Context: an optimization exercise on an open-source flow, tuned for small area and few clock cycles per item. The choices shown serve that exercise and are no tape-out recipe. Function was not checked in any run shown here: the RTL went through the layout flow alone. Power figures rest on the tool's default switching activity, not on a simulated workload.

<file path="flow/run.sh">
#!/bin/bash
# Own flow: the standard layout (standard.sh), with
# - the ports buffered with the smallest buffer,
# - the clock tree built without dummy loads, from clkbuf_8 leaf clusters.
set -euo pipefail
export BUFFER_PORTS_ARGS="-buffer_cell sky130_fd_sc_hd__buf_1"
export CTS_ARGS="-sink_clustering_enable -repair_clock_nets -dont_use_dummy_load -buf_list {sky130_fd_sc_hd__clkbuf_8} -sink_clustering_size 20 -sink_clustering_max_diameter 50"
bash standard.sh > flow_make.log 2>&1
</file>
<file path="standard.sh">
#!/bin/bash
# synth_recipe.tcl (not shown) runs the flow's synth.tcl, then flattens the netlist and writes it again
# the make line also repeats each setting of config.mk as NAME=value (left out here)
make -C /OpenROAD-flow-scripts/flow DESIGN_CONFIG=/design/flow/config.mk WORK_HOME=/design/flow/orfs CLKGATE_MAP_FILE= SYNTH_SCRIPT=/design/flow/synth_recipe.tcl "${@:-finish}"
</file>
<file path="config.mk">
export PLATFORM = sky130hd
export DESIGN_NAME = rs_pair_enc
export DESIGN_NICKNAME = rs_pair_enc
export VERILOG_FILES = /design/flow/design.v
export SDC_FILE = /design/flow/constraint.sdc
export NUM_CORES = 4
export LEC_CHECK = 0
export CAP_MARGIN = 20
export CORE_MARGIN = 2
export CORE_UTILIZATION = 70
export SLEW_MARGIN = 20
export SYNTH_HIERARCHICAL = 1
export SYNTH_MINIMUM_KEEP_SIZE = 0
</file>
<file path="constraint.sdc">
create_clock -name core_clock -period 5.0 [get_ports {clk}]
set_input_delay 1.0000 -clock core_clock [delete_from_list [all_inputs] [get_ports {clk}]]
set_output_delay 1.0000 -clock core_clock [all_outputs]
set_load 0.01 [all_outputs]
</file>
<file path="design.v">
module rs_pair_enc (
    input  wire       clk,
    input  wire       rst,
    input  wire       in_valid,
    output wire       in_ready,
    input  wire [9:0] in_sym,
    output wire       out_valid,
    input  wire       out_ready,
    output wire [9:0] out_sym,
    output wire       out_last
);
    localparam NMSG = 1040;               
    localparam NSYM = 1088;               
    localparam SEG  = 24;                 
    reg  [10:0]  cnt;                     
    reg  [4:0]   rot;                     
    reg          clr;                     
    reg  [479:0] r;                       
    wire in_msg  = !(cnt[10] && (cnt[5] || cnt[4]));      
    wire last    = cnt[10] && (&cnt[5:0]);                
    wire rot_end = rot[0] && rot[1] && rot[2] && rot[4];                  
    wire idle    = clr || (rot != 0);
    assign in_ready  = !idle && in_msg && out_ready;
    assign out_valid = !idle && (in_msg ? in_valid : 1'b1);
    wire   xfer      = out_valid && out_ready;
    wire   rot_m     = !clr && !xfer;               
    wire   step_msg  = xfer && in_msg;              
    wire [9:0] top = r[479:470];
    wire [9:0] top_std = top;
    assign out_sym  = in_msg ? in_sym : top_std;
    assign out_last = last;
    wire [9:0] fb = (in_sym ^ top_std) & {10{step_msg}};
    wire [9:0] s23 = r[239:230];
    wire cv_t0;
    rs_xor2 x_cv_t0 (.a(s23[5]), .b(s23[9]), .y(cv_t0));
    wire cv_t1;
    rs_xor2 x_cv_t1 (.a(s23[2]), .b(s23[4]), .y(cv_t1));
    wire cv_t2;
    rs_xor2 x_cv_t2 (.a(s23[8]), .b(s23[9]), .y(cv_t2));
    wire cv_t3;
    rs_xor2 x_cv_t3 (.a(s23[1]), .b(cv_t2), .y(cv_t3));
    wire cv_t4;
    rs_xor2 x_cv_t4 (.a(s23[7]), .b(cv_t2), .y(cv_t4));
    wire cv_t5;
    rs_xor2 x_cv_t5 (.a(s23[6]), .b(s23[7]), .y(cv_t5));
    wire cv_t6;
    rs_xor2 x_cv_t6 (.a(cv_t1), .b(cv_t5), .y(cv_t6));
    wire cv_t7;
    rs_xor2 x_cv_t7 (.a(cv_t5), .b(s23[9]), .y(cv_t7));
    wire cv_t8;
    rs_xor2 x_cv_t8 (.a(s23[0]), .b(s23[5]), .y(cv_t8));
    wire cv_t9;
    rs_xor2 x_cv_t9 (.a(s23[3]), .b(cv_t8), .y(cv_t9));
    wire cv_t10;
    rs_xor2 x_cv_t10 (.a(s23[3]), .b(s23[9]), .y(cv_t10));
    wire cv_t11;
    rs_xor2 x_cv_t11 (.a(s23[6]), .b(cv_t10), .y(cv_t11));
    wire cv_t12;
    rs_xor2 x_cv_t12 (.a(s23[4]), .b(cv_t8), .y(cv_t12));
    wire cv_t13;
    rs_xor2 x_cv_t13 (.a(cv_t12), .b(cv_t5), .y(cv_t13));
    wire cv_t14;
    rs_xor2 x_cv_t14 (.a(cv_t13), .b(cv_t10), .y(cv_t14));
    wire [9:0] s23_std = {cv_t11, cv_t13, cv_t4, cv_t0, cv_t1, cv_t7, cv_t9, cv_t3, cv_t6, cv_t14};
    wire pm_t0;
    rs_xor2 x_pm_t0 (.a(fb[2]), .b(fb[9]), .y(pm_t0));
    wire pm_t1;
    rs_xor2 x_pm_t1 (.a(fb[1]), .b(fb[3]), .y(pm_t1));
    wire pm_t2;
    rs_xor2 x_pm_t2 (.a(fb[4]), .b(fb[5]), .y(pm_t2));
    wire pm_t3;
    rs_xor2 x_pm_t3 (.a(fb[0]), .b(fb[6]), .y(pm_t3));
    wire pm_t4;
    rs_xor2 x_pm_t4 (.a(fb[0]), .b(fb[7]), .y(pm_t4));
    wire pm_t5;
    rs_xor2 x_pm_t5 (.a(fb[1]), .b(fb[7]), .y(pm_t5));
    wire pm_t6;
    rs_xor2 x_pm_t6 (.a(fb[2]), .b(fb[8]), .y(pm_t6));
    wire pm_t7;
    rs_xor2 x_pm_t7 (.a(fb[5]), .b(fb[8]), .y(pm_t7));
    wire pm_t8;
    rs_xor2 x_pm_t8 (.a(fb[4]), .b(fb[7]), .y(pm_t8));
    wire pm_t9;
    rs_xor2 x_pm_t9 (.a(fb[1]), .b(fb[8]), .y(pm_t9));
    wire pm_t10;
    rs_xor2 x_pm_t10 (.a(fb[6]), .b(fb[7]), .y(pm_t10));
    wire pm_t11;
    rs_xor2 x_pm_t11 (.a(pm_t2), .b(pm_t0), .y(pm_t11));
    wire pm_t12;
    rs_xor2 x_pm_t12 (.a(pm_t1), .b(pm_t4), .y(pm_t12));
    wire pm_t13;
    rs_xor2 x_pm_t13 (.a(pm_t10), .b(pm_t6), .y(pm_t13));
    wire pm_t14;
    rs_xor2 x_pm_t14 (.a(pm_t2), .b(fb[9]), .y(pm_t14));
    wire pm_t15;
    rs_xor2 x_pm_t15 (.a(pm_t5), .b(pm_t0), .y(pm_t15));
    wire pm_t16;
    rs_xor2 x_pm_t16 (.a(pm_t10), .b(pm_t7), .y(pm_t16));
    wire pm_t17;
    rs_xor2 x_pm_t17 (.a(pm_t1), .b(fb[4]), .y(pm_t17));
    wire pm_t18;
    rs_xor2 x_pm_t18 (.a(fb[2]), .b(pm_t2), .y(pm_t18));
    wire pm_t19;
    rs_xor2 x_pm_t19 (.a(pm_t4), .b(fb[9]), .y(pm_t19));
    wire pm_t20;
    rs_xor2 x_pm_t20 (.a(fb[5]), .b(pm_t5), .y(pm_t20));
    wire pm_t21;
    rs_xor2 x_pm_t21 (.a(fb[6]), .b(pm_t8), .y(pm_t21));
    wire pm_t22;
    rs_xor2 x_pm_t22 (.a(fb[3]), .b(pm_t2), .y(pm_t22));
    wire pm_t23;
    rs_xor2 x_pm_t23 (.a(fb[2]), .b(pm_t3), .y(pm_t23));
    wire pm_t24;
    rs_xor2 x_pm_t24 (.a(fb[4]), .b(pm_t3), .y(pm_t24));
    wire pm_t25;
    rs_xor2 x_pm_t25 (.a(fb[5]), .b(pm_t10), .y(pm_t25));
    wire pm_t26;
    rs_xor2 x_pm_t26 (.a(fb[6]), .b(pm_t6), .y(pm_t26));
    wire pm_t27;
    rs_xor2 x_pm_t27 (.a(pm_t10), .b(fb[8]), .y(pm_t27));
    wire pm_t28;
    rs_xor2 x_pm_t28 (.a(pm_t1), .b(pm_t2), .y(pm_t28));
    wire pm_t29;
    rs_xor2 x_pm_t29 (.a(fb[7]), .b(pm_t7), .y(pm_t29));
    wire pm_t30;
    rs_xor2 x_pm_t30 (.a(pm_t2), .b(fb[6]), .y(pm_t30));
    wire pm_t31;
    rs_xor2 x_pm_t31 (.a(pm_t2), .b(pm_t3), .y(pm_t31));
    wire pm_t32;
    rs_xor2 x_pm_t32 (.a(pm_t17), .b(pm_t11), .y(pm_t32));
    wire pm_t33;
    rs_xor2 x_pm_t33 (.a(pm_t21), .b(pm_t19), .y(pm_t33));
    wire pm_t34;
    rs_xor2 x_pm_t34 (.a(pm_t23), .b(pm_t15), .y(pm_t34));
    wire pm_t35;
    rs_xor2 x_pm_t35 (.a(pm_t9), .b(pm_t16), .y(pm_t35));
    wire pm_t36;
    rs_xor2 x_pm_t36 (.a(pm_t24), .b(pm_t20), .y(pm_t36));
    wire pm_t37;
    rs_xor2 x_pm_t37 (.a(pm_t29), .b(pm_t14), .y(pm_t37));
    wire pm_t38;
    rs_xor2 x_pm_t38 (.a(pm_t23), .b(pm_t8), .y(pm_t38));
    wire pm_t39;
    rs_xor2 x_pm_t39 (.a(pm_t21), .b(pm_t11), .y(pm_t39));
    wire pm_t40;
    rs_xor2 x_pm_t40 (.a(pm_t29), .b(pm_t15), .y(pm_t40));
    wire pm_t41;
    rs_xor2 x_pm_t41 (.a(pm_t17), .b(pm_t26), .y(pm_t41));
    wire pm_t42;
    rs_xor2 x_pm_t42 (.a(pm_t16), .b(pm_t19), .y(pm_t42));
    wire pm_t43;
    rs_xor2 x_pm_t43 (.a(pm_t30), .b(pm_t9), .y(pm_t43));
    wire pm_t44;
    rs_xor2 x_pm_t44 (.a(pm_t24), .b(pm_t27), .y(pm_t44));
    wire pm_t45;
    rs_xor2 x_pm_t45 (.a(pm_t20), .b(pm_t26), .y(pm_t45));
    wire pm_t46;
    rs_xor2 x_pm_t46 (.a(pm_t17), .b(pm_t0), .y(pm_t46));
    wire pm_t47;
    rs_xor2 x_pm_t47 (.a(fb[3]), .b(pm_t14), .y(pm_t47));
    wire pm_t48;
    rs_xor2 x_pm_t48 (.a(fb[0]), .b(pm_t20), .y(pm_t48));
    wire pm_t49;
    rs_xor2 x_pm_t49 (.a(pm_t22), .b(pm_t4), .y(pm_t49));
    wire pm_t50;
    rs_xor2 x_pm_t50 (.a(pm_t28), .b(pm_t21), .y(pm_t50));
    wire pm_t51;
    rs_xor2 x_pm_t51 (.a(pm_t30), .b(pm_t5), .y(pm_t51));
    wire pm_t52;
    rs_xor2 x_pm_t52 (.a(pm_t7), .b(pm_t11), .y(pm_t52));
    wire pm_t53;
    rs_xor2 x_pm_t53 (.a(pm_t22), .b(pm_t6), .y(pm_t53));
    wire pm_t54;
    rs_xor2 x_pm_t54 (.a(pm_t9), .b(pm_t19), .y(pm_t54));
    wire pm_t55;
    rs_xor2 x_pm_t55 (.a(pm_t8), .b(pm_t26), .y(pm_t55));
    wire pm_t56;
    rs_xor2 x_pm_t56 (.a(pm_t22), .b(pm_t16), .y(pm_t56));
    wire pm_t57;
    rs_xor2 x_pm_t57 (.a(fb[1]), .b(pm_t11), .y(pm_t57));
    wire pm_t58;
    rs_xor2 x_pm_t58 (.a(fb[3]), .b(pm_t18), .y(pm_t58));
    wire pm_t59;
    rs_xor2 x_pm_t59 (.a(pm_t22), .b(pm_t3), .y(pm_t59));
    wire pm_t60;
    rs_xor2 x_pm_t60 (.a(pm_t17), .b(pm_t4), .y(pm_t60));
    wire pm_t61;
    rs_xor2 x_pm_t61 (.a(pm_t20), .b(fb[9]), .y(pm_t61));
    wire pm_t62;
    rs_xor2 x_pm_t62 (.a(pm_t28), .b(pm_t7), .y(pm_t62));
    wire pm_t63;
    rs_xor2 x_pm_t63 (.a(pm_t26), .b(pm_t0), .y(pm_t63));
    wire pm_t64;
    rs_xor2 x_pm_t64 (.a(pm_t5), .b(pm_t13), .y(pm_t64));
    wire pm_t65;
    rs_xor2 x_pm_t65 (.a(pm_t12), .b(pm_t9), .y(pm_t65));
    wire pm_t66;
    rs_xor2 x_pm_t66 (.a(fb[0]), .b(pm_t13), .y(pm_t66));
    wire pm_t67;
    rs_xor2 x_pm_t67 (.a(pm_t25), .b(pm_t6), .y(pm_t67));
    wire pm_t68;
    rs_xor2 x_pm_t68 (.a(pm_t10), .b(pm_t15), .y(pm_t68));
    wire pm_t69;
    rs_xor2 x_pm_t69 (.a(fb[3]), .b(pm_t23), .y(pm_t69));
    wire pm_t70;
    rs_xor2 x_pm_t70 (.a(fb[2]), .b(pm_t30), .y(pm_t70));
    wire pm_t71;
    rs_xor2 x_pm_t71 (.a(fb[4]), .b(pm_t19), .y(pm_t71));
    wire pm_t72;
    rs_xor2 x_pm_t72 (.a(pm_t3), .b(pm_t15), .y(pm_t72));
    wire pm_t73;
    rs_xor2 x_pm_t73 (.a(pm_t26), .b(fb[9]), .y(pm_t73));
    wire pm_t74;
    rs_xor2 x_pm_t74 (.a(pm_t24), .b(pm_t7), .y(pm_t74));
    wire pm_t75;
    rs_xor2 x_pm_t75 (.a(pm_t29), .b(pm_t0), .y(pm_t75));
    wire pm_t76;
    rs_xor2 x_pm_t76 (.a(pm_t21), .b(pm_t9), .y(pm_t76));
    wire pm_t77;
    rs_xor2 x_pm_t77 (.a(fb[3]), .b(pm_t19), .y(pm_t77));
    wire pm_t78;
    rs_xor2 x_pm_t78 (.a(pm_t12), .b(pm_t7), .y(pm_t78));
    wire pm_t79;
    rs_xor2 x_pm_t79 (.a(pm_t13), .b(pm_t0), .y(pm_t79));
    wire pm_t80;
    rs_xor2 x_pm_t80 (.a(fb[3]), .b(pm_t27), .y(pm_t80));
    wire pm_t81;
    rs_xor2 x_pm_t81 (.a(pm_t69), .b(pm_t68), .y(pm_t81));
    wire pm_t82;
    rs_xor2 x_pm_t82 (.a(pm_t49), .b(pm_t71), .y(pm_t82));
    wire pm_t83;
    rs_xor2 x_pm_t83 (.a(pm_t62), .b(pm_t64), .y(pm_t83));
    wire pm_t84;
    rs_xor2 x_pm_t84 (.a(pm_t60), .b(pm_t36), .y(pm_t84));
    wire pm_t85;
    rs_xor2 x_pm_t85 (.a(pm_t70), .b(pm_t46), .y(pm_t85));
    wire pm_t86;
    rs_xor2 x_pm_t86 (.a(pm_t78), .b(pm_t66), .y(pm_t86));
    wire pm_t87;
    rs_xor2 x_pm_t87 (.a(pm_t32), .b(pm_t61), .y(pm_t87));
    wire pm_t88;
    rs_xor2 x_pm_t88 (.a(pm_t53), .b(pm_t75), .y(pm_t88));
    wire pm_t89;
    rs_xor2 x_pm_t89 (.a(pm_t41), .b(pm_t79), .y(pm_t89));
    wire pm_t90;
    rs_xor2 x_pm_t90 (.a(pm_t80), .b(pm_t42), .y(pm_t90));
    wire pm_t91;
    rs_xor2 x_pm_t91 (.a(pm_t35), .b(pm_t33), .y(pm_t91));
    wire pm_t92;
    rs_xor2 x_pm_t92 (.a(pm_t58), .b(pm_t38), .y(pm_t92));
    wire pm_t93;
    rs_xor2 x_pm_t93 (.a(pm_t57), .b(pm_t34), .y(pm_t93));
    wire pm_t94;
    rs_xor2 x_pm_t94 (.a(pm_t51), .b(pm_t67), .y(pm_t94));
    wire pm_t95;
    rs_xor2 x_pm_t95 (.a(pm_t31), .b(pm_t73), .y(pm_t95));
    wire pm_t96;
    rs_xor2 x_pm_t96 (.a(pm_t65), .b(pm_t72), .y(pm_t96));
    wire pm_t97;
    rs_xor2 x_pm_t97 (.a(pm_t39), .b(pm_t54), .y(pm_t97));
    wire pm_t98;
    rs_xor2 x_pm_t98 (.a(pm_t48), .b(pm_t63), .y(pm_t98));
    wire pm_t99;
    rs_xor2 x_pm_t99 (.a(pm_t69), .b(pm_t33), .y(pm_t99));
    wire pm_t100;
    rs_xor2 x_pm_t100 (.a(pm_t35), .b(pm_t71), .y(pm_t100));
    wire pm_t101;
    rs_xor2 x_pm_t101 (.a(pm_t36), .b(pm_t77), .y(pm_t101));
    wire pm_t102;
    rs_xor2 x_pm_t102 (.a(pm_t47), .b(pm_t68), .y(pm_t102));
    wire pm_t103;
    rs_xor2 x_pm_t103 (.a(pm_t48), .b(pm_t32), .y(pm_t103));
    wire pm_t104;
    rs_xor2 x_pm_t104 (.a(pm_t64), .b(pm_t54), .y(pm_t104));
    wire pm_t105;
    rs_xor2 x_pm_t105 (.a(pm_t38), .b(pm_t46), .y(pm_t105));
    wire pm_t106;
    rs_xor2 x_pm_t106 (.a(pm_t25), .b(pm_t57), .y(pm_t106));
    wire pm_t107;
    rs_xor2 x_pm_t107 (.a(pm_t53), .b(pm_t66), .y(pm_t107));
    wire pm_t108;
    rs_xor2 x_pm_t108 (.a(pm_t80), .b(pm_t72), .y(pm_t108));
    wire pm_t109;
    rs_xor2 x_pm_t109 (.a(pm_t18), .b(pm_t40), .y(pm_t109));
    wire pm_t110;
    rs_xor2 x_pm_t110 (.a(pm_t55), .b(pm_t34), .y(pm_t110));
    wire pm_t111;
    rs_xor2 x_pm_t111 (.a(pm_t62), .b(pm_t47), .y(pm_t111));
    wire pm_t112;
    rs_xor2 x_pm_t112 (.a(pm_t59), .b(pm_t41), .y(pm_t112));
    wire pm_t113;
    rs_xor2 x_pm_t113 (.a(pm_t59), .b(pm_t73), .y(pm_t113));
    wire pm_t114;
    rs_xor2 x_pm_t114 (.a(pm_t78), .b(pm_t39), .y(pm_t114));
    wire pm_t115;
    rs_xor2 x_pm_t115 (.a(pm_t51), .b(pm_t37), .y(pm_t115));
    wire pm_t116;
    rs_xor2 x_pm_t116 (.a(pm_t55), .b(pm_t61), .y(pm_t116));
    wire pm_t117;
    rs_xor2 x_pm_t117 (.a(pm_t50), .b(pm_t42), .y(pm_t117));
    wire pm_t118;
    rs_xor2 x_pm_t118 (.a(pm_t31), .b(pm_t45), .y(pm_t118));
    wire pm_t119;
    rs_xor2 x_pm_t119 (.a(pm_t70), .b(pm_t56), .y(pm_t119));
    wire pm_t120;
    rs_xor2 x_pm_t120 (.a(pm_t60), .b(pm_t63), .y(pm_t120));
    wire pm_t121;
    rs_xor2 x_pm_t121 (.a(pm_t69), .b(pm_t14), .y(pm_t121));
    wire pm_t122;
    rs_xor2 x_pm_t122 (.a(pm_t46), .b(pm_t34), .y(pm_t122));
    wire pm_t123;
    rs_xor2 x_pm_t123 (.a(pm_t53), .b(pm_t57), .y(pm_t123));
    wire pm_t124;
    rs_xor2 x_pm_t124 (.a(pm_t28), .b(pm_t40), .y(pm_t124));
    wire pm_t125;
    rs_xor2 x_pm_t125 (.a(pm_t66), .b(pm_t77), .y(pm_t125));
    wire pm_t126;
    rs_xor2 x_pm_t126 (.a(pm_t80), .b(pm_t71), .y(pm_t126));
    wire pm_t127;
    rs_xor2 x_pm_t127 (.a(pm_t64), .b(pm_t32), .y(pm_t127));
    wire pm_t128;
    rs_xor2 x_pm_t128 (.a(pm_t58), .b(pm_t73), .y(pm_t128));
    wire pm_t129;
    rs_xor2 x_pm_t129 (.a(pm_t72), .b(pm_t63), .y(pm_t129));
    wire pm_t130;
    rs_xor2 x_pm_t130 (.a(pm_t56), .b(pm_t33), .y(pm_t130));
    wire pm_t131;
    rs_xor2 x_pm_t131 (.a(pm_t35), .b(pm_t74), .y(pm_t131));
    wire pm_t132;
    rs_xor2 x_pm_t132 (.a(pm_t38), .b(pm_t42), .y(pm_t132));
    wire pm_t133;
    rs_xor2 x_pm_t133 (.a(pm_t62), .b(pm_t61), .y(pm_t133));
    wire pm_t134;
    rs_xor2 x_pm_t134 (.a(pm_t41), .b(pm_t39), .y(pm_t134));
    wire pm_t135;
    rs_xor2 x_pm_t135 (.a(pm_t47), .b(pm_t54), .y(pm_t135));
    wire pm_t136;
    rs_xor2 x_pm_t136 (.a(pm_t59), .b(pm_t75), .y(pm_t136));
    wire pm_t137;
    rs_xor2 x_pm_t137 (.a(pm_t31), .b(pm_t37), .y(pm_t137));
    wire pm_t138;
    rs_xor2 x_pm_t138 (.a(pm_t51), .b(pm_t46), .y(pm_t138));
    wire pm_t139;
    rs_xor2 x_pm_t139 (.a(pm_t36), .b(pm_t16), .y(pm_t139));
    wire pm_t140;
    rs_xor2 x_pm_t140 (.a(pm_t24), .b(pm_t43), .y(pm_t140));
    wire pm_t141;
    rs_xor2 x_pm_t141 (.a(pm_t8), .b(pm_t62), .y(pm_t141));
    wire pm_t142;
    rs_xor2 x_pm_t142 (.a(pm_t29), .b(pm_t32), .y(pm_t142));
    wire pm_t143;
    rs_xor2 x_pm_t143 (.a(pm_t1), .b(pm_t37), .y(pm_t143));
    wire pm_t144;
    rs_xor2 x_pm_t144 (.a(pm_t30), .b(pm_t79), .y(pm_t144));
    wire pm_t145;
    rs_xor2 x_pm_t145 (.a(pm_t43), .b(pm_t72), .y(pm_t145));
    wire pm_t146;
    rs_xor2 x_pm_t146 (.a(pm_t38), .b(pm_t52), .y(pm_t146));
    wire pm_t147;
    rs_xor2 x_pm_t147 (.a(pm_t60), .b(pm_t15), .y(pm_t147));
    wire pm_t148;
    rs_xor2 x_pm_t148 (.a(pm_t69), .b(pm_t11), .y(pm_t148));
    wire pm_t149;
    rs_xor2 x_pm_t149 (.a(pm_t17), .b(pm_t61), .y(pm_t149));
    wire pm_t150;
    rs_xor2 x_pm_t150 (.a(pm_t20), .b(pm_t53), .y(pm_t150));
    wire pm_t151;
    rs_xor2 x_pm_t151 (.a(fb[8]), .b(pm_t34), .y(pm_t151));
    wire pm_t152;
    rs_xor2 x_pm_t152 (.a(pm_t6), .b(pm_t34), .y(pm_t152));
    wire pm_t153;
    rs_xor2 x_pm_t153 (.a(pm_t13), .b(pm_t46), .y(pm_t153));
    wire pm_t154;
    rs_xor2 x_pm_t154 (.a(pm_t69), .b(pm_t29), .y(pm_t154));
    wire pm_t155;
    rs_xor2 x_pm_t155 (.a(pm_t8), .b(pm_t42), .y(pm_t155));
    wire pm_t156;
    rs_xor2 x_pm_t156 (.a(fb[7]), .b(pm_t77), .y(pm_t156));
    wire pm_t157;
    rs_xor2 x_pm_t157 (.a(pm_t58), .b(fb[6]), .y(pm_t157));
    wire pm_t158;
    rs_xor2 x_pm_t158 (.a(pm_t17), .b(pm_t52), .y(pm_t158));
    wire pm_t159;
    rs_xor2 x_pm_t159 (.a(fb[4]), .b(pm_t37), .y(pm_t159));
    wire pm_t160;
    rs_xor2 x_pm_t160 (.a(fb[2]), .b(pm_t54), .y(pm_t160));
    wire pm_t161;
    rs_xor2 x_pm_t161 (.a(pm_t50), .b(pm_t26), .y(pm_t161));
    wire pm_t162;
    rs_xor2 x_pm_t162 (.a(pm_t26), .b(pm_t77), .y(pm_t162));
    wire pm_t163;
    rs_xor2 x_pm_t163 (.a(fb[3]), .b(pm_t72), .y(pm_t163));
    wire pm_t164;
    rs_xor2 x_pm_t164 (.a(fb[3]), .b(pm_t63), .y(pm_t164));
    wire pm_t165;
    rs_xor2 x_pm_t165 (.a(fb[7]), .b(fb[9]), .y(pm_t165));
    wire pm_t166;
    rs_xor2 x_pm_t166 (.a(pm_t32), .b(pm_t165), .y(pm_t166));
    wire pm_t167;
    rs_xor2 x_pm_t167 (.a(pm_t53), .b(pm_t165), .y(pm_t167));
    wire pm_t168;
    rs_xor2 x_pm_t168 (.a(fb[3]), .b(fb[5]), .y(pm_t168));
    wire pm_t169;
    rs_xor2 x_pm_t169 (.a(pm_t168), .b(pm_t38), .y(pm_t169));
    wire [239:0] p = {fb[6], fb[5], fb[4], fb[3], pm_t0, pm_t9, pm_t4, fb[9], fb[8], fb[7], pm_t30, pm_t22, pm_t99, pm_t158, pm_t160, pm_t151, pm_t137, pm_t159, pm_t27, pm_t25, pm_t84, pm_t11, pm_t62, pm_t103, pm_t64, pm_t48, pm_t33, pm_t63, pm_t29, pm_t21, pm_t84, pm_t11, pm_t62, pm_t103, pm_t64, pm_t48, pm_t33, pm_t63, pm_t29, pm_t21, pm_t71, pm_t164, pm_t75, pm_t76, pm_t92, pm_t70, pm_t28, pm_t87, pm_t68, pm_t140, pm_t144, pm_t56, pm_t138, pm_t116, pm_t135, pm_t122, pm_t86, pm_t129, pm_t34, pm_t42, pm_t20, pm_t24, pm_t82, pm_t52, pm_t141, pm_t104, pm_t115, pm_t139, pm_t77, pm_t26, pm_t31, pm_t47, pm_t124, pm_t142, pm_t152, pm_t98, pm_t155, pm_t130, pm_t13, pm_t35, pm_t150, pm_t163, pm_t97, pm_t91, pm_t126, pm_t119, pm_t106, pm_t93, pm_t101, pm_t113, pm_t43, pm_t49, pm_t83, pm_t32, pm_t110, pm_t117, pm_t66, pm_t37, pm_t80, pm_t39, pm_t162, pm_t45, pm_t36, pm_t148, pm_t53, pm_t89, pm_t114, pm_t85, pm_t95, pm_t143, pm_t58, pm_t46, pm_t108, pm_t129, pm_t34, pm_t42, pm_t144, pm_t67, pm_t51, pm_t59, pm_t88, pm_t132, pm_t127, pm_t133, pm_t134, pm_t125, pm_t2, pm_t136, pm_t161, pm_t166, pm_t140, pm_t83, pm_t49, pm_t61, pm_t27, pm_t71, pm_t60, pm_t25, pm_t78, pm_t72, pm_t18, pm_t28, pm_t70, pm_t163, pm_t156, pm_t17, pm_t109, pm_t6, pm_t73, pm_t83, pm_t19, pm_t157, pm_t107, pm_t22, pm_t54, pm_t63, pm_t90, pm_t146, pm_t121, pm_t1, pm_t94, pm_t38, pm_t78, pm_t14, pm_t111, pm_t12, pm_t15, pm_t44, pm_t10, pm_t35, pm_t7, pm_t65, pm_t109, pm_t23, pm_t169, pm_t8, pm_t117, pm_t102, pm_t153, pm_t69, pm_t6, pm_t137, pm_t151, pm_t98, pm_t118, pm_t5, pm_t121, pm_t105, pm_t57, pm_t128, pm_t97, pm_t153, pm_t145, pm_t100, pm_t98, pm_t91, pm_t95, pm_t155, pm_t132, pm_t15, pm_t28, pm_t149, pm_t74, pm_t145, pm_t151, pm_t147, pm_t3, pm_t137, pm_t36, pm_t169, pm_t32, pm_t102, pm_t169, pm_t15, pm_t128, pm_t110, pm_t99, pm_t167, pm_t155, pm_t96, pm_t34, pm_t24, pm_t20, pm_t112, pm_t120, pm_t42, pm_t40, pm_t154, pm_t4, pm_t41, pm_t128, pm_t16, pm_t79, pm_t139, pm_t55, pm_t167, pm_t123, pm_t50, pm_t131, pm_t81};
    wire [479:0] d;
    genvar k;
    generate
        for (k = 0; k < 48; k = k + 1) begin : stage
            if (k == 0) begin : first
                assign d[9:0] = (r[10*SEG-1 -: 10] & {10{rot_m}}) | p[9:0];
            end else if (k % SEG == 0) begin : bottom
                wire [9:0] sel = (s23_std & {10{xfer}}) | (r[10*(k+SEG)-1 -: 10] & {10{rot_m}});
                rs_xor2 #(10) x (.a(sel), .b(p[5*k +: 10]), .y(d[10*k +: 10]));
            end else if (k % 2 == 0) begin : tap
                rs_xor2 #(10) x (.a(r[10*k-1 -: 10]), .b(p[5*k +: 10]), .y(d[10*k +: 10]));
            end else begin : plain
                assign d[10*k +: 10] = r[10*k-1 -: 10];
            end
        end
    endgenerate
    always @(posedge clk) begin
        r <= d;
        if (rst) begin
            cnt <= 11'd0;
            clr <= 1'b1;
            rot <= 0;
        end else begin
            if (idle)
                rot <= rot_end ? 0 : rot + 1;
            else if (!xfer)
                rot <= 1;
            if (rot_end)
                clr <= 1'b0;
            if (xfer)
                cnt <= last ? 11'd0 : cnt + 11'd1;
        end
    end
endmodule
module rs_xor2 #(parameter W = 1) (
    input  wire [W-1:0] a,
    input  wire [W-1:0] b,
    output wire [W-1:0] y
);
    assign y = a ^ b;
endmodule
</file>
==> summary.txt, run 1 <==
Clock Path Buffers -> 3
pin slew with the least headroom to its limit -> 1030 ps
clock sink count -> 497
Slew headroom -> 31.2%
Max IR drop VDD -> 0.361 mV
setup skew after layout -> 46.6 ps
unrepaired setup endpoints after global routing -> false
Lkg Pwr -> 9.06 nW
vias post-DR -> 7581
synth warn -> 7
initial core utilization -> 71.9%
Reg2Reg Launch Point -> clr
hold violation count in the final report -> 0
clock tree from TritonCTS -> built
combined buffer and inverter count along the critical path -> 2
overall die height -> 149 um
Most Frequent Cell on Critical Path -> sky130_fd_sc_hd__xor2_1
FF+latch count, synth -> 497
detailed-route vias per instance -> 5.13
number of placed instances with taps included -> 1443
number of max-slew violations in the final report -> 0
clock tree root buffer cell -> sky130_fd_sc_hd__clkbuf_8
Overall Global Routing Usage -> 29.6%
DR iter-0 viols -> 501
standard-cell rows -> 52
minimum setup slack among reg-to-reg paths -> 600 ps
pin count of the biggest net entering global routing -> 24
share of final-layout standard cells stronger than drive strength 1 -> 8.11%
number of global-route vias before repair -> 7626
outcome -> finished clean
placeable core area -> 20400 um^2
clock input transition at the sequential cells of the worst setup and hold paths -> 120 ps
area of the die -> 22100 um^2
post-CTS setup repair buffer count -> 0
synthesis-to-finish area growth -> 9.03%
total gr overflow -> 0
latest clock arrival within the worst-skew pair -> 550 ps
number of cells on the worst reg-to-reg path -> 11
Data arrival, critical path -> 4880 ps
highest-count cells in the layout ignoring fill and taps -> sky130_fd_sc_hd__dfxtp_1 (497), sky130_fd_sc_hd__xor2_1 (416), sky130_fd_sc_hd__buf_4 (59)
number of failing setup endpoints in the final timing report -> 0
critical path depth in cells -> 11
post-synthesis sequential area ratio -> 68.0%
HPWL after DPL -> 23100 um
worst hold path type -> reg2reg
kind of cell adding the most delay to the critical path -> XOR/XNOR gates
CP Class -> reg2reg
highest cell delay on the worst timing path -> 740 ps
data required time of the worst path -> 5480 ps
num ports -> 27
most frequent standard cell in the layout excluding fill and tap cells -> sky130_fd_sc_hd__dfxtp_1
endpoint of the most critical register-to-register path -> r[88]
minimum setup slack in the final design -> 598 ps
final estimated routing congestion in global placement -> 0.931
count of placed standard cells in the final layout, fillers left out -> 1479
fmax -> 0.227 GHz
Netlist cell types -> 37
number of nets in the synthesized netlist -> 1117
DRC violation count after routing -> 0
# hold bufs at CTS -> 0
Power Total -> 5.74 mW
Antenna Violating Nets Remaining -> 0
average wire per cell in the routed design -> 21.4 um
setup total negative slack -> 0 ps
router iterations before antenna repair -> 5
hold_sp -> r[204]
slowest cell on the critical path -> sky130_fd_sc_hd__xor2_1
antenna violations before repair -> 2
critical path launch point type -> flip-flop
average cell area after synthesis -> 13.3 um^2
Routed WL -> 31600 um
power per cell area -> 359 nW/um^2
Port-buffer cells -> 26
fin crit share -> 88.0%
global-route wire length before repair -> 46700 um
endpoint of the most critical setup path -> r[88]
CP endpoint kind -> flip-flop
total of cells resized after clock tree synthesis -> 0
Critical Path Fanout Max -> 13
Max Cap Viol -> 0
total CTS buffers -> 35
worst setup path startpoint -> clr
post-place setup slack -> 449 ps
crit path cell chain -> nor4_4 > and4_2 > nand2_1 > nor2_1 > xor2_1 > buf_4 > xor2_1 > xor2_1 > buf_4 > xor2_1 > xor2_1
Synth Cell Area -> 14600 um^2
die outline width -> 149 um
Post-layout nets -> 1228
Gate Count Post-Synth -> 1099
# H-tree levels -> 2
final period demand of the worst path -> 4400 ps
state kept, by name, summed over array words and instances (netlist names):
name,flops
r,480
cnt,11
rot,5
clr,1
modules after synthesis, one instance, submodules excluded, a selection:
module	times used	cells	cell area (um^2)	flip-flops and latches
rs_xor2	185	1	8.76	0
rs_pair_enc	1	684	11000	497
routing by layer:
layer / track usage (%) / wire length [um]
met2: 47.7 / 14400
met3: 5.25 / 1860
met5: 0 / 0
met1: 41.0 / 14300
met4: 9.57 / 1060
Yosys cell counts, drive strengths merged:
master | count | area share [%]
a211oi | 1 | 0.051
a21o | 11 | 0.56
a21oi | 8 | 0.27
a221oi | 1 | 0.060
a22oi | 1 | 0.051
a31oi | 3 | 0.13
a32oi | 1 | 0.060
a41oi | 1 | 0.060
and2 | 1 | 0.043
and3 | 4 | 0.17
and4 | 2 | 0.13
buf | 5 | 0.17
clkbuf | 6 | 0.15
dfxtp | 497 | 68
ha | 4 | 0.34
inv | 6 | 0.15
mux2 | 1 | 0.077
nand2 | 58 | 1.5
nand3 | 5 | 0.17
nand3b | 13 | 0.67
nand4 | 5 | 0.21
nor2 | 18 | 0.46
nor2b | 2 | 0.085
nor3 | 1 | 0.034
nor4 | 2 | 0.19
o2111a | 1 | 0.077
o2111ai | 1 | 0.060
o211a | 1 | 0.068
o211ai | 1 | 0.051
o21a | 1 | 0.051
o21ai | 6 | 0.21
or3 | 2 | 0.085
or4 | 2 | 0.10
xnor2 | 10 | 0.60
xor2 | 417 | 25
how the worst min path moves through the flow:
stage / endpoint / slack (ps) / cells past startpoint
after floorplan: r[10] / 310 / 0
after global placement: r[174] / 310 / 0
after detailed placement: r[155] / 310 / 0
after CTS: r[214] / 290 / 0
after global routing: r[214] / 290 / 0
final: r[214] / 290 / 0
final cells by class:
class / count / area [um^2]
flip-flops and latches: 497 / 9950
multi-input cells: 585 / 4630
fillers: 1308 / 4400
repair buffers: 85 / 541
clock buffers: 35 / 482
well taps: 270 / 338
inverters: 6 / 22.5
diodes: 1 / 2.50
through the flow:
| step | area [um^2] | hold WS [ps] | util (%) |
|---|---|---|---|
| floorplan | 14600 | 310 | - |
| global route | 16000 | 293 | 78.4 |
| global placement | 15500 | 310 | 76.0 |
| CTS | 16000 | 289 | 78.3 |
| finish | 16000 | 289 | 78.4 |
| detailed placement | 15500 | 312 | 76.0 |
kinds of logic after synthesis:
logic type | share of synthesized area [%]
flops | 68.0
xor+xnor | 25.5
simple gates | 3.84
compound gates | 1.76
buf+inv | 0.479
fa+ha+maj | 0.342
mux | 0.0769
power by group:
| part | internal, mW | leakage (nW) | switching [mW] |
|---|---|---|---|
| combinational | 0.0133 | 4.81 | 0.0199 |
| clock | 0.634 | 0.252 | 1.11 |
| sequential | 3.96 | 4.00 | 0.00458 |
==> run 2: changes to the inputs <==
--- a/design.v
+++ b/design.v
@@ -24,4 +24,4 @@
     assign out_valid = !idle && (in_msg ? in_valid : 1'b1);
-    wire   xfer      = out_valid && out_ready;
-    wire   rot_m     = !clr && !xfer;               
+    wire   xfer      = !rst && out_valid && out_ready;
+    wire   rot_m     = !rst && !clr && !xfer;       
     wire   step_msg  = xfer && in_msg;              
@@ -426,3 +426,3 @@
             clr <= 1'b1;
-            rot <= 0;
+            rot <= 1;
         end else begin
==> flow/run.sh (replaced) <==
#!/bin/bash
# Own flow: the standard layout (standard.sh), with
# - the ports buffered with the smallest buffer,
# - the clock tree built without dummy loads, from clkbuf_8 leaf clusters,
# - after global routing, gates and buffers off the critical paths downsized
#   (flow/post_grt.tcl), then slew and capacitance repaired again.
# ORFS writes each step's full log under orfs/logs; make's own output goes to
# flow_make.log here.
set -euo pipefail
export BUFFER_PORTS_ARGS="-buffer_cell sky130_fd_sc_hd__buf_1"
export CTS_ARGS="-sink_clustering_enable -repair_clock_nets -dont_use_dummy_load -buf_list {sky130_fd_sc_hd__clkbuf_8} -sink_clustering_size 20 -sink_clustering_max_diameter 60"
export POST_GLOBAL_ROUTE_TCL="$(pwd)/flow/post_grt.tcl"
bash standard.sh > flow_make.log 2>&1
==> flow/post_grt.tcl (new file) <==
# After global routing: downsize gates and buffers on paths with slack to spare,
# fix any slew or capacitance this leaves over the margins, re-legalise, and
# write the route guides again for the detailed router.
global_route -start_incremental
repair_timing -recover_power 100 -verbose
estimate_parasitics -global_routing
repair_design -slew_margin 20 -cap_margin 20 -verbose
detailed_placement
global_route -end_incremental
estimate_parasitics -global_routing
report_worst_slack -max
report_check_types -max_slew -max_capacitance
write_guides $::env(RESULTS_DIR)/route.guide
--- a/config.mk
+++ b/config.mk
@@ -10,2 +10,3 @@
 export CORE_UTILIZATION = 70
+export GPL_ROUTABILITY_DRIVEN = 0
 export SLEW_MARGIN = 20
==> run 2 against run 1 <==
  * Still clean on timing, DRC and antenna
  * Sequential share of layout area is 0.79 points higher
  * Sequential cell count stayed put
  * Setup slack worse by 170 ps
  * Die area is 0.30% lower
  * Core utilization is 0.98 points lower
  * Maximum frequency is 3.8% lower
  * Routed wire length is 3.7% lower
  * Register-to-register slack worse by 170 ps
  * First-iteration DRC count is 23% lower
  * Synthesized cell count is 2.1% lower
  * Clock power is 7% lower
==> summary.txt, run 2 <==
post-synthesis sequential area ratio -> 68.2%
fmax -> 0.219 GHz
Routed WL -> 30400 um
antenna violations before repair -> 1
DRC violation count after routing -> 0
Max Cap Viol -> 0
Largest register FFs -> 480
area of the die -> 22000 um^2
Yosys top cell by area -> sky130_fd_sc_hd__dfxtp_1
Post-synth EDFFs -> 0
synthesis-to-finish area growth -> 8.01%
synth warn -> 7
global-route wire length before repair -> 44700 um
initial core utilization -> 71.7%
Gate Count Post-Synth -> 1076
total CTS buffers -> 29
average wire per cell in the routed design -> 20.8 um
detailed-route vias per instance -> 5.07
top flip-flop cell by instance count after synthesis -> sky130_fd_sc_hd__dfxtp_1
average cell area after synthesis -> 13.6 um^2
CP Class -> reg2reg
Final Core Density -> 77.4%
critical path launch point type -> flip-flop
Lkg Pwr -> 8.83 nW
Critical Path Fanout Max -> 10
clock input transition at the sequential cells of the worst setup and hold paths -> 120 ps
main combinational cell family by area after synthesis -> XOR/XNOR gates
worst hold path type -> reg2reg
leading cell type by number of instances after synthesis -> sky130_fd_sc_hd__dfxtp_1
Slew headroom -> 33.3%
Post-layout nets -> 1210
Antenna Violating Nets Remaining -> 0
num ports -> 27
synth cell count leaders -> sky130_fd_sc_hd__dfxtp_1 (497), sky130_fd_sc_hd__xor2_1 (417), sky130_fd_sc_hd__nand2_1 (34)
fraction of synthesized area in multiplexers -> 0%
pin slew with the least headroom to its limit -> 1000 ps
Clock Path Buffers -> 3
clock tree from TritonCTS -> built
clock tree root buffer cell -> sky130_fd_sc_hd__clkbuf_8
setup skew after layout -> 45.1 ps
number of nets in the synthesized netlist -> 1094
crit path cell chain -> inv_1 > ha_1 > and2b_1 > and2_0 > nand4_1 > nor2_1 > clkbuf_1 > xor2_1 > clkbuf_1 > xor2_1 > xor2_1 > buf_4 > xor2_1 > xor2_1
pin count of the biggest net entering global routing -> 27
FF+latch count, synth -> 497
Max IR drop VDD -> 0.326 mV
HPWL after DPL -> 22600 um
Most Frequent Cell on Critical Path -> sky130_fd_sc_hd__xor2_1
DR iter-0 viols -> 388
hold violation count in the final report -> 0
total of cells resized after clock tree synthesis -> 0
power per cell area -> 356 nW/um^2
Synth Cell Area -> 14600 um^2
combined buffer and inverter count along the critical path -> 4
overall die height -> 148 um
simple-gate share of the synthesized area -> 2.78%
Port-buffer cells -> 26
setup total negative slack -> 0 ps
CP endpoint kind -> flip-flop
placeable core area -> 20400 um^2
standard-cell rows -> 52
highest-count cells in the layout ignoring fill and taps -> sky130_fd_sc_hd__dfxtp_1 (497), sky130_fd_sc_hd__xor2_1 (417), sky130_fd_sc_hd__clkbuf_1 (35)
most frequent standard cell in the layout excluding fill and tap cells -> sky130_fd_sc_hd__dfxtp_1
Data arrival, critical path -> 5030 ps
number of global-route vias before repair -> 7276
highest cell delay on the worst timing path -> 560 ps
# hold bufs at CTS -> 0
proportion of synthesized flip-flops having asynchronous set or reset -> 0%
area share of the largest cell type after synthesis -> 68.2%
slowest cell on the critical path -> sky130_fd_sc_hd__clkbuf_1
fin crit share -> 91.5%
number of max-slew violations in the final report -> 0
Netlist cell types -> 36
share of final-layout standard cells stronger than drive strength 1 -> 5.80%
outcome -> finished clean
router iterations before antenna repair -> 5
Overall Global Routing Usage -> 28.1%
kind of cell adding the most delay to the critical path -> XOR/XNOR gates
data required time of the worst path -> 5460 ps
number of failing setup endpoints in the final timing report -> 0
count of placed standard cells in the final layout, fillers left out -> 1461
largest registers -> r (480), cnt (11), rot (5)
compound-gate portion of the synthesized area -> 2.54%
adder and majority cell fraction of the synthesized area -> 0.343%
most area-consuming cells after synthesis -> sky130_fd_sc_hd__dfxtp_1 (68%), sky130_fd_sc_hd__xor2_1 (25%), sky130_fd_sc_hd__nand2_1 (0.87%)
worst hold slack after final layout -> 297 ps
# H-tree levels -> 1
final period demand of the worst path -> 4580 ps
clock sink count -> 497
latest clock arrival within the worst-skew pair -> 600 ps
vias post-DR -> 7410
die outline width -> 148 um
total gr overflow -> 0
area share of xor/xnor cells in the synthesized design -> 25.6%
number of placed instances with taps included -> 1430
post-CTS setup repair buffer count -> 0
register containing the most flip-flops in the final layout -> r
## run 2: Yosys stat by module (local to each module, per instance), a selection
module,area [um^2],copies in the design,cells inside,flip-flops and latches
rs_pair_enc,11000,1,661,497
rs_xor2,8.76,185,1,0
## run 2: cell type report
class                      count  area, um^2
inverter                       7        26.3
antenna                        1        2.50
clock buffer                  29         399
tap                          270         338
timing repair buffer          96         495
multi-input combinational    561        4550
sequential                   497        9950
fill                        1322        4600
## run 2: power by group
group,internal (mW),total (mW),switching [mW],leakage (nW)
combinational,0.0152,0.0383,0.0231,4.62
clock,0.522,1.61,1.08,0.209
sequential,3.96,3.96,0.00411,4.00
total,4.50,5.61,1.11,8.83
## run 2: logic make-up (layout without fill, tap and decap cells)
family | after synthesis | after routing
xor+xnor | 427 | 427
other cells | 0 | 1
buf+inv | 18 | 132
fa+ha+maj | 4 | 4
flops | 497 | 497
compound gates | 50 | 50
simple gates | 80 | 80
## run 2: final timing paths
check	from	to	slack, ps	cells past startpoint
min	r[465]	r[475]	300	0
min reg2reg	r[465]	r[475]	300	0
max reg2reg	rot[0]	r[284]	420	14
max	rot[0]	r[284]	420	14
## run 2: per-layer routing
metal,wire (um),track usage [%],vias to the layer above
li1,-,-,3576
met1,14200,39.9,3599
met2,13900,45.0,185
met3,1460,4.57,50
met4,864,8.10,0
met5,0,0,-
## run 2: through the flow
stage / power [mW] / instance area, um^2 / setup WS, ps
final: 5.61 / 15800 / 424
after floorplan: 4.08 / 14600 / 463
after global placement: 4.09 / 15500 / 485
after CTS: 5.65 / 15900 / 768
after detailed placement: 4.09 / 15500 / 474

-- port drivers added, routing unchanged --
No port has a modelled driver above. Below, the same layouts with a new extraction and two added sets of constraints. Step 1 (the two cells are an assumption about what drives the block):
set clk [get_ports {clk}]
set_driving_cell -lib_cell sky130_fd_sc_hd__clkbuf_16 $clk
set_driving_cell -lib_cell sky130_fd_sc_hd__buf_2 [delete_from_list [all_inputs] $clk]
Step 2, shift: input delay + t, output delay - t, t = (earliest + latest rising clock arrival at the registers) / 2. This alone moves slack from input paths to output paths. Three values: no drivers, after step 1, after step 2; two values: the first two.
| run | t, ns | slack for setup (ns) | worst data-port slew with drivers (ns) | cell pins on the clock port's net |
|---|---|---|---|---|
| run 1 | 0.572 | 0.598 / 0.598 / 0.330 | 0.03 | 1 |
| run 2 | 0.624 | 0.424 / 0.424 / 0.180 | 0.03 | 1 |
After both steps every run listed still meets setup and hold. For run 1, which loses most, drivers alone change the setup slack by 0.000 ns; drivers and shift together by -0.268 ns.
